This is an optimization exercise on Yosys and OpenROAD, whose aim is small area, a short achievable clock period and few clock cycles per item, not a production implementation.
In this exercise RTL edits were held to simulation tests only and were not proved equivalent to the original.

==> flow/design.v <==
module rs_encoder (
    input  wire        clk,
    input  wire        rst,
    input  wire        in_valid,
    output wire        in_ready,
    input  wire [31:0] in_data,
    input  wire [5:0]  in_k,
    input  wire [4:0]  in_m,        
    output wire        out_valid,
    input  wire        out_ready,
    output wire [31:0] out_data,
    output wire [3:0]  out_row,
    output wire        out_last
);
    function automatic [26:0] cexp(input [7:0] c);
        begin
            cexp[0] = c[7];
            cexp[1] = c[6];
            cexp[2] = c[6]^c[7];
            cexp[3] = c[5];
            cexp[4] = c[4];
            cexp[5] = c[4]^c[5];
            cexp[6] = c[5]^c[7];
            cexp[7] = c[4]^c[6];
            cexp[8] = c[4]^c[5]^c[6]^c[7];
            cexp[9] = c[3];
            cexp[10] = c[2];
            cexp[11] = c[2]^c[3];
            cexp[12] = c[1];
            cexp[13] = c[0];
            cexp[14] = c[0]^c[1];
            cexp[15] = c[1]^c[3];
            cexp[16] = c[0]^c[2];
            cexp[17] = c[0]^c[1]^c[2]^c[3];
            cexp[18] = c[3]^c[7];
            cexp[19] = c[2]^c[6];
            cexp[20] = c[2]^c[3]^c[6]^c[7];
            cexp[21] = c[1]^c[5];
            cexp[22] = c[0]^c[4];
            cexp[23] = c[0]^c[1]^c[4]^c[5];
            cexp[24] = c[1]^c[3]^c[5]^c[7];
            cexp[25] = c[0]^c[2]^c[4]^c[6];
            cexp[26] = c[0]^c[1]^c[2]^c[3]^c[4]^c[5]^c[6]^c[7];
        end
    endfunction
    function automatic [26:0] dexp(input [7:0] d);
        begin
            dexp[0] = d[5];
            dexp[1] = d[1]^d[2]^d[3]^d[4]^d[6];
            dexp[2] = d[1]^d[2]^d[3]^d[4]^d[5]^d[6];
            dexp[3] = d[2]^d[6];
            dexp[4] = d[4]^d[7];
            dexp[5] = d[2]^d[4]^d[6]^d[7];
            dexp[6] = d[2]^d[5]^d[6];
            dexp[7] = d[1]^d[2]^d[3]^d[6]^d[7];
            dexp[8] = d[1]^d[3]^d[5]^d[7];
            dexp[9] = d[3]^d[5]^d[6]^d[7];
            dexp[10] = d[2]^d[4]^d[5];
            dexp[11] = d[2]^d[3]^d[4]^d[6]^d[7];
            dexp[12] = d[2]^d[3]^d[4]^d[7];
            dexp[13] = d[0]^d[2]^d[4]^d[6];
            dexp[14] = d[0]^d[3]^d[6]^d[7];
            dexp[15] = d[2]^d[4]^d[5]^d[6];
            dexp[16] = d[0]^d[5]^d[6];
            dexp[17] = d[0]^d[2]^d[4];
            dexp[18] = d[3]^d[6]^d[7];
            dexp[19] = d[1]^d[3]^d[5]^d[6];
            dexp[20] = d[1]^d[5]^d[7];
            dexp[21] = d[3]^d[4]^d[6]^d[7];
            dexp[22] = d[0]^d[2]^d[6]^d[7];
            dexp[23] = d[0]^d[2]^d[3]^d[4];
            dexp[24] = d[4];
            dexp[25] = d[0]^d[1]^d[2]^d[3]^d[5]^d[7];
            dexp[26] = d[0]^d[1]^d[2]^d[3]^d[4]^d[5]^d[7];
        end
    endfunction
    function automatic [7:0] lcomb(input [26:0] p);
        begin
            lcomb[7] = p[13]^p[14]^p[16]^p[17]^p[22]^p[23]^p[25]^p[26];
            lcomb[6] = p[12]^p[13]^p[15]^p[16]^p[21]^p[22]^p[24]^p[25];
            lcomb[5] = p[9]^p[11]^p[13]^p[14]^p[18]^p[20]^p[22]^p[23];
            lcomb[4] = p[10]^p[11]^p[12]^p[13]^p[19]^p[20]^p[21]^p[22];
            lcomb[3] = p[0]^p[1]^p[6]^p[8]^p[13]^p[14]^p[16]^p[17];
            lcomb[2] = p[0]^p[2]^p[7]^p[8]^p[12]^p[13]^p[15]^p[16];
            lcomb[1] = p[3]^p[4]^p[6]^p[7]^p[9]^p[11]^p[13]^p[14];
            lcomb[0] = p[3]^p[5]^p[6]^p[8]^p[10]^p[11]^p[12]^p[13];
        end
    endfunction
    function automatic [7:0] untow(input [7:0] y);
        begin
            untow[0] = y[0]^y[1]^y[3]^y[7];
            untow[1] = y[1]^y[2]^y[4]^y[5]^y[6]^y[7];
            untow[2] = y[1]^y[2]^y[3]^y[5];
            untow[3] = y[2]^y[3]^y[4]^y[5];
            untow[4] = y[1]^y[3]^y[5]^y[7];
            untow[5] = y[7];
            untow[6] = y[1]^y[2]^y[3];
            untow[7] = y[1]^y[3]^y[4]^y[5]^y[7];
        end
    endfunction
    function automatic [7:0] cinv(input [5:0] v);
        begin
            case (v)
            6'd0: cinv = 8'hFC;
            6'd1: cinv = 8'h52;
            6'd2: cinv = 8'hE2;
            6'd3: cinv = 8'h42;
            6'd4: cinv = 8'h0D;
            6'd5: cinv = 8'h04;
            6'd6: cinv = 8'hB1;
            6'd7: cinv = 8'h67;
            6'd8: cinv = 8'hDB;
            6'd9: cinv = 8'h50;
            6'd10: cinv = 8'h87;
            6'd11: cinv = 8'h3A;
            6'd12: cinv = 8'h70;
            6'd13: cinv = 8'hC3;
            6'd14: cinv = 8'h0F;
            6'd15: cinv = 8'h0C;
            6'd16: cinv = 8'h91;
            6'd17: cinv = 8'hCD;
            6'd18: cinv = 8'hAF;
            6'd19: cinv = 8'h37;
            6'd20: cinv = 8'h1B;
            6'd21: cinv = 8'h5D;
            6'd22: cinv = 8'hEA;
            6'd23: cinv = 8'hE4;
            6'd24: cinv = 8'h16;
            6'd25: cinv = 8'h72;
            6'd26: cinv = 8'h78;
            6'd27: cinv = 8'hA4;
            6'd28: cinv = 8'h6B;
            6'd29: cinv = 8'h6D;
            6'd30: cinv = 8'hFD;
            6'd31: cinv = 8'h68;
            6'd32: cinv = 8'hEB;
            6'd33: cinv = 8'h18;
            6'd34: cinv = 8'h79;
            6'd35: cinv = 8'h35;
            6'd36: cinv = 8'h8A;
            6'd37: cinv = 8'h14;
            6'd38: cinv = 8'h71;
            6'd39: cinv = 8'h45;
            6'd40: cinv = 8'h7E;
            6'd41: cinv = 8'h36;
            6'd42: cinv = 8'h93;
            6'd43: cinv = 8'h80;
            6'd44: cinv = 8'h8C;
            6'd45: cinv = 8'hD2;
            6'd46: cinv = 8'hE0;
            6'd47: cinv = 8'h9B;
            6'd48: cinv = 8'hC6;
            6'd49: cinv = 8'h25;
            6'd50: cinv = 8'h56;
            6'd51: cinv = 8'h6F;
            6'd52: cinv = 8'hB4;
            6'd53: cinv = 8'hA3;
            6'd54: cinv = 8'h2E;
            6'd55: cinv = 8'hF9;
            6'd56: cinv = 8'h2F;
            6'd57: cinv = 8'h94;
            6'd58: cinv = 8'h27;
            6'd59: cinv = 8'hCA;
            6'd60: cinv = 8'h7D;
            6'd61: cinv = 8'h5F;
            6'd62: cinv = 8'hC5;
            6'd63: cinv = 8'h85;
            endcase
        end
    endfunction
    function automatic [31:0] mulw(input [7:0] c, input [31:0] w);
        reg [26:0] ce;
        begin
            ce   = cexp(c);
            mulw = {lcomb(ce & dexp(w[31:24])), lcomb(ce & dexp(w[23:16])),
                    lcomb(ce & dexp(w[15:8])),  lcomb(ce & dexp(w[7:0]))};
        end
    endfunction
    function automatic [31:0] untoww(input [31:0] y);
        begin
            untoww = {untow(y[31:24]), untow(y[23:16]), untow(y[15:8]), untow(y[7:0])};
        end
    endfunction
    reg        rdy, mv;
    reg [31:0] md;
    reg [5:0]  mk;
    reg [4:0]  mm;
    wire       pop;                  
    wire       push = in_valid & rdy;
    assign in_ready = rdy;
    always @(posedge clk) begin
        if (push) begin
            md <= in_data; mk <= in_k; mm <= in_m;
        end
    end
    reg  [5:0] idx;                  
    reg        pass;                 
    reg        act;                  
    reg  [3:0] base;                 
    reg  [3:0] tail;                 
    reg  [4:0] fr;                   
    reg [15:0] lastf;                
    wire [3:0] tail_n = alloc ? tail + mm[3:0] : tail;
    wire [4:0] fr_s  = fr - mm;
    wire [4:0] fr_a  = alloc ? fr_s : fr;
    wire [4:0] fr_a1 = alloc ? fr_s + 5'd1 : fr + 5'd1;
    wire       two   = mm[4] | (mm[3] & |mm[2:0]);
    wire       room  = (fr >= mm);
    wire       go    = mv & (act | room);
    wire       alloc = go & ~act;
    wire       lastp = ~two | pass;
    wire       lastw = (idx == mk - 6'd1);
    assign pop = go & lastp;
    wire       pass_n = go ? ~lastp : pass;
    wire       act_n  = (pop & lastw) ? 1'b0 : (alloc | act);
    wire [4:0] m_n    = push ? in_m : mm;
    wire       two_n  = m_n[4] | (m_n[3] & |m_n[2:0]);
    wire       mv_n   = push | (mv & ~pop);
    wire       go_n   = act_n | (~alloc & (fr >= m_n));
    wire       rdy_n  = ~mv_n | (go_n & (~two_n | (~push & pass_n)));
    wire        load;                
    reg  [15:0] hoh;                 
    reg  [15:0] en_v;
    reg  [63:0] cf_v;
    integer u;
    reg  [3:0] jr;
    reg  [3:0] sl;
    always @(*) begin
        en_v = 16'd0;
        cf_v = 64'd0;
        for (u = 0; u < 8; u = u + 1) begin
            jr[2:0] = u[2:0] - base[2:0];
            jr[3]   = pass;
            sl = base + jr;
            if ({1'b0, jr} < mm) en_v[{sl[3], u[2:0]}] = go;
            cf_v[u*8 +: 8] = cinv({idx[5:4], idx[3:0] ^ jr});
        end
    end
    always @(posedge clk) begin
        if (rst) begin
            idx   <= 6'd0;
            pass  <= 1'b0;
            act   <= 1'b0;
            tail  <= 4'd0;
            base  <= 4'd0;
            fr    <= 5'd16;
            mv    <= 1'b0;
            rdy   <= 1'b1;
            lastf <= 16'd0;
        end else begin
            if (go) pass <= ~lastp;
            if (pop) idx <= lastw ? 6'd0 : idx + 6'd1;
            if (pop & lastw) act <= 1'b0;
            else if (alloc) act <= 1'b1;
            if (alloc) begin
                tail <= tail_n;
            end
            fr <= load ? fr_a1 : fr_a;
            if (~act_n) base <= tail_n;
            mv  <= push | (mv & ~pop);
            rdy <= rdy_n;
            if (load) lastf <= lastf & ~hoh;
            if (alloc) lastf[tail + mm[3:0] - 4'd1] <= 1'b1;
        end
    end
    reg        bclr, bdone;
    reg [15:0] ben;
    reg [31:0] bd;
    reg [63:0] bc;
    reg [4:0]  bm;
    always @(posedge clk) begin
        bd   <= md;
        bc   <= cf_v;
        bclr <= (idx == 6'd0);
        bm   <= mm;
    end
    always @(posedge clk) begin
        if (rst) begin
            ben   <= 16'd0;
            bdone <= 1'b0;
        end else begin
            ben   <= en_v;
            bdone <= pop & lastw;
        end
    end
    reg [31:0] acc [0:15];
    genvar s;
    generate
        for (s = 0; s < 16; s = s + 1) begin : g_slot
            always @(posedge clk) begin
                if (ben[s])
                    acc[s] <= (bclr ? 32'd0 : acc[s]) ^ mulw(bc[(s%8)*8 +: 8], bd);
            end
        end
    endgenerate
    reg        ov, olq;
    reg [31:0] od;
    reg [3:0]  orq, ocnt;
    reg [4:0]  ndone;                
    wire [4:0] nd_a  = ndone + (bdone ? bm : 5'd0);
    assign load      = (ndone != 5'd0) & (~ov | out_ready);
    assign out_valid = ov;
    assign out_data  = od;
    assign out_row   = orq;
    assign out_last  = olq;
    reg [31:0] hsel;
    integer h;
    always @(*) begin
        hsel = 32'd0;
        for (h = 0; h < 16; h = h + 1)
            hsel = hsel | (acc[h] & {32{hoh[h]}});
    end
    wire hlast = |(lastf & hoh);
    always @(posedge clk) begin
        if (load) begin
            od  <= untoww(hsel);
            olq <= hlast;
            orq <= ocnt;
        end
    end
    always @(posedge clk) begin
        if (rst) begin
            ov    <= 1'b0;
            hoh   <= 16'd1;
            ocnt  <= 4'd0;
            ndone <= 5'd0;
        end else begin
            if (load) begin
                ov   <= 1'b1;
                hoh  <= {hoh[14:0], hoh[15]};
                ocnt <= hlast ? 4'd0 : ocnt + 4'd1;
            end else if (out_ready) begin
                ov   <= 1'b0;
            end
            ndone <= load ? nd_a - 5'd1 : nd_a;
        end
    end
endmodule
==> flow/flow/run.sh <==
#!/bin/bash
bash standard.sh SETUP_SLACK_MARGIN=6.8 finish > standard.log 2>&1
==> flow/standard.sh <==
#!/bin/bash
# synth_recipe.tcl (not shown) runs the flow's synth.tcl, then flattens the netlist and writes it again
# the make line also repeats each setting of config.mk as NAME=value (left out here)
make -C /OpenROAD-flow-scripts/flow DESIGN_CONFIG=/design/flow/config.mk WORK_HOME=/design/flow/orfs CLKGATE_MAP_FILE= SYNTH_SCRIPT=/design/flow/synth_recipe.tcl "${@:-finish}"
==> flow/config.mk <==
export PLATFORM = sky130hd
export DESIGN_NAME = rs_encoder
export DESIGN_NICKNAME = rs_encoder
export VERILOG_FILES = /design/flow/design.v
export SDC_FILE = /design/flow/constraint.sdc
export NUM_CORES = 4
export LEC_CHECK = 0
export CAP_MARGIN = 10
export CELL_PAD_IN_SITES_DETAIL_PLACEMENT = 1
export CELL_PAD_IN_SITES_GLOBAL_PLACEMENT = 2
export CORE_MARGIN = 2
export CORE_UTILIZATION = 30
export CTS_CLUSTER_DIAMETER = 100
export CTS_CLUSTER_SIZE = 20
export PLACE_DENSITY = 0.5
export SETUP_SLACK_MARGIN = 5
export SLEW_MARGIN = 10
==> flow/constraint.sdc <==
create_clock -name core_clock -period 10.0 [get_ports {clk}]
set_input_delay 2.0000 -clock core_clock [delete_from_list [all_inputs] [get_ports {clk}]]
set_output_delay 2.0000 -clock core_clock [all_outputs]
set_load 0.01 [all_outputs]
==> impl_metrics.yaml <==
detailed_routing:
  via_count: 57503
  drt_wl_total_um: 369500
  avgRoutedWirePerCell_um: 36.27
  first_pass_iters: 5
  ant_nets: 0
  viasPerCell: 5.645
  first_iter_violations: 6232
  drc_errors: 0
worst_setup_path:
  cpPeakStageDelay_ps: 410
  worstPathRequired_ps: 8000
  crit_type: "register to primary output"
  cp-start-kind: "register"
  worstPathArrival_ps: 1330
  cp-end-kind: "primary output"
  cp_slowest_cell: "edfxtp_1"
  crit_path_max_fanout: 1
  crit_family: "flip-flops"
  reg2reg_slack_ps: 6730
  crit_chain: "buf_2"
  critPathBufInv: 1
layout:
  nNetsFinal: 7445
  finalCoreUtilization_pct: 37.33
  layout_common_cells: "xnor2_1, nor2_1, edfxtp_1"
  fin_cells: 10186
  fin_area_um2: 79020
  syn_to_final_growth_pct: 24.05
  drive_gt1_share_pct: 20.37
  final_common_cell: "xnor2_1"
  nFillCells: 23656
global_routing:
  grt_max_degree: 162
  grt_pass1_vias: 56317
  grt_pass1_wl_um: 498800
  antenna_found_initial: 13
  grt_usage_pct: 33.29
  overflow: 0
placed_design:
  gp_congestion: 0.9985
  dp_slack_ps: 5084
  place_inst: 9858
  dpl_cell_area_um2: 68860
  dp_hpwl_um: 267600
  io_buffers: 85
floorplanning:
  fp.dieH_um: 464.8
  die_area_um2: 216000
  start_util_pct: 30.09
  coreArea_um2: 211700
  die_w_um: 464.8
  ios: 86
  num_rows: 169
logic_synthesis:
  syn_nets: 7304
  synth_xor_area_share_pct: 28.94
  post-synth-top-area-cell: "edfxtp_1"
  synthCells: 7178
  synth_seq_area_share_pct: 33.61
  ys.flop_type: "edfxtp_1"
  synth_compound_area_share_pct: 15.45
  synth_area_leaders: "edfxtp_1, xnor2_1, dfxtp_1, xor2_1, nor2_1"
  async_flop_share_pct: 0
  synth-edff-count: 587
  synthDistinctLibCells: 76
  synth_mux_area_share_pct: 1.118
  synth_top_family_by_area: "XOR/XNOR gates"
  synth_top_area_share_pct: 27.67
  syn_area_per_cell_um2: 8.874
  yosysWarnings: 2
  synthAdderAreaFrac_pct: 1.587
  yosys.area_share.simple_pct: 15.83
  synth-seq-cells: 776
  syn_area_um2: 63700
sta:
  grt_setup_unrepaired: "yes"
  finalSetupTns_ps: 0
  hold_ws_ps: 347.8
  final-hold-violation-count: 0
  final.period_utilization_pct: 33.29
  fin_ws_ps: 6671
  relSlewSlack_pct: 16.01
  worst_pin_slew_ps: 1251
  min_period_ps: 3329
  setup_viol: 0
  finClkSkew_ps: 51.58
  drv_slew: 0
  max_clock_freq_mhz: 300.4
clock_network:
  cts_tree: "yes"
  clk_latency_ps: 780
  cts_buffers: 56
  clk_path_buf_depth: 3
  h-tree-depth: 2
  holdBufCountCts: 0
  cts_root_buf: "clkbuf_16"
  clkTransAtPathRegs_ps: 90
  cts.sinks: 776
run_status:
  outcome: "no timing/DRC/antenna violations"
hold_path:
  hp-class: "register to register"
run:
  maxCapViolCount: 0
[path summary, 6_finish.rpt]
path / startpoint / endpoint / depth (start not counted)
worst max-delay path: od[16]$_DFFE_PP_ / out_data[16] / 1
worst min-delay path: md[4]$_DFFE_PP_ / bd[4]$_DFF_P_ / 0
worst max register to register: bd[5]$_DFF_P_ / acc[4][2]$_DFFE_PP_ / 9
worst min register to register: md[4]$_DFFE_PP_ / bd[4]$_DFF_P_ / 0
[cell usage after synthesis, drive strengths merged (46+ instances only)]
cell type  number
inv            46
dfxtp         189
a22o           94
clkbuf        414
a221oi        106
ha             76
xor2          371
a22oi         192
nor3           97
buf            97
o21ai         351
xnor2        1607
nand3         103
a21oi         434
nor2          676
edfxtp        587
o22ai         100
nand2b        226
o211ai         47
nand2         574
nor2b         359
[sequential cells by signal, indices dropped and copies added, names as in the netlist, 4 cells and up]
register / flops
orq: 4
acc: 512
ben: 16
idx: 6
ndone: 5
tail: 4
ocnt: 4
lastf: 16
od: 32
hoh: 16
bc: 64
mk: 6
base: 4
bd: 32
fr: 5
mm: 5
bm: 5
md: 32
[logic make-up (layout without fill, tap and decap cells)]
group	count (synthesis)	count (layout)
AO/OA/AOI/OAI	1544	1545
buffers and inverters	560	738
adder cells (fa/ha/maj)	79	79
flip-flops	776	776
other	0	5
XOR/XNOR	2017	2018
AND/OR/NAND/NOR	2146	2148
multiplexers	56	56
[layer usage]
layer	up-vias	track usage [%]	wire length, µm
li1	24973	-	-
met3	381	4.449	24980
met5	-	0	25
met2	2138	51.23	162800
met4	4	9.425	12010
met1	30007	48.39	169700
[timing repair]
action | in CTS | in global routing
setup buffers | 136 | 79
resized for setup | 877 | 256
endpoints found under the setup margin | 717 | 572
cloned | 7 | 2
pin swaps | 90 | 67
[area by class of cell]
type                       instances  area, µm²  share of cell area (%)
sequential                       776      21600                   27.33
inverter                          49      212.7                  0.2692
clock inverter                    26      351.6                  0.4450
clock buffer                      73       1486                   1.881
timing repair buffer             588       5236                   6.627
timing repair inverter             2      17.52                 0.02217
antenna                            5      12.51                 0.01583
tap                             2821       3530                   4.467
multi-input combinational       5846      46570                   58.94
Testbench counts, summed over its fixed seeds: cycles 68,865, stripes 2,400.

re-timing with driven ports:
No port has a modelled driver above. Below, the same layout with a new extraction and two added sets of constraints.
Step 1: set_driving_cell puts a clkbuf_16 on clk and a buf_2 on each other input, an assumption about the parent block.
Step 2 also shifts input and output timing later by t, the mid clock arrival at the registers, as if the neighbouring blocks saw the same clock.
Slacks: no drivers / after step 1 / after step 2; pairs: no drivers / after step 1.
t, ns: 0.851
setup WS [ns]: 6.671 / 6.570 / 6.012
worst data-port slew with drivers (ns): 0.09
After both steps this run still meets setup and hold. For this run, drivers alone change the setup slack by -0.101 ns; drivers and shift together by -0.659 ns.
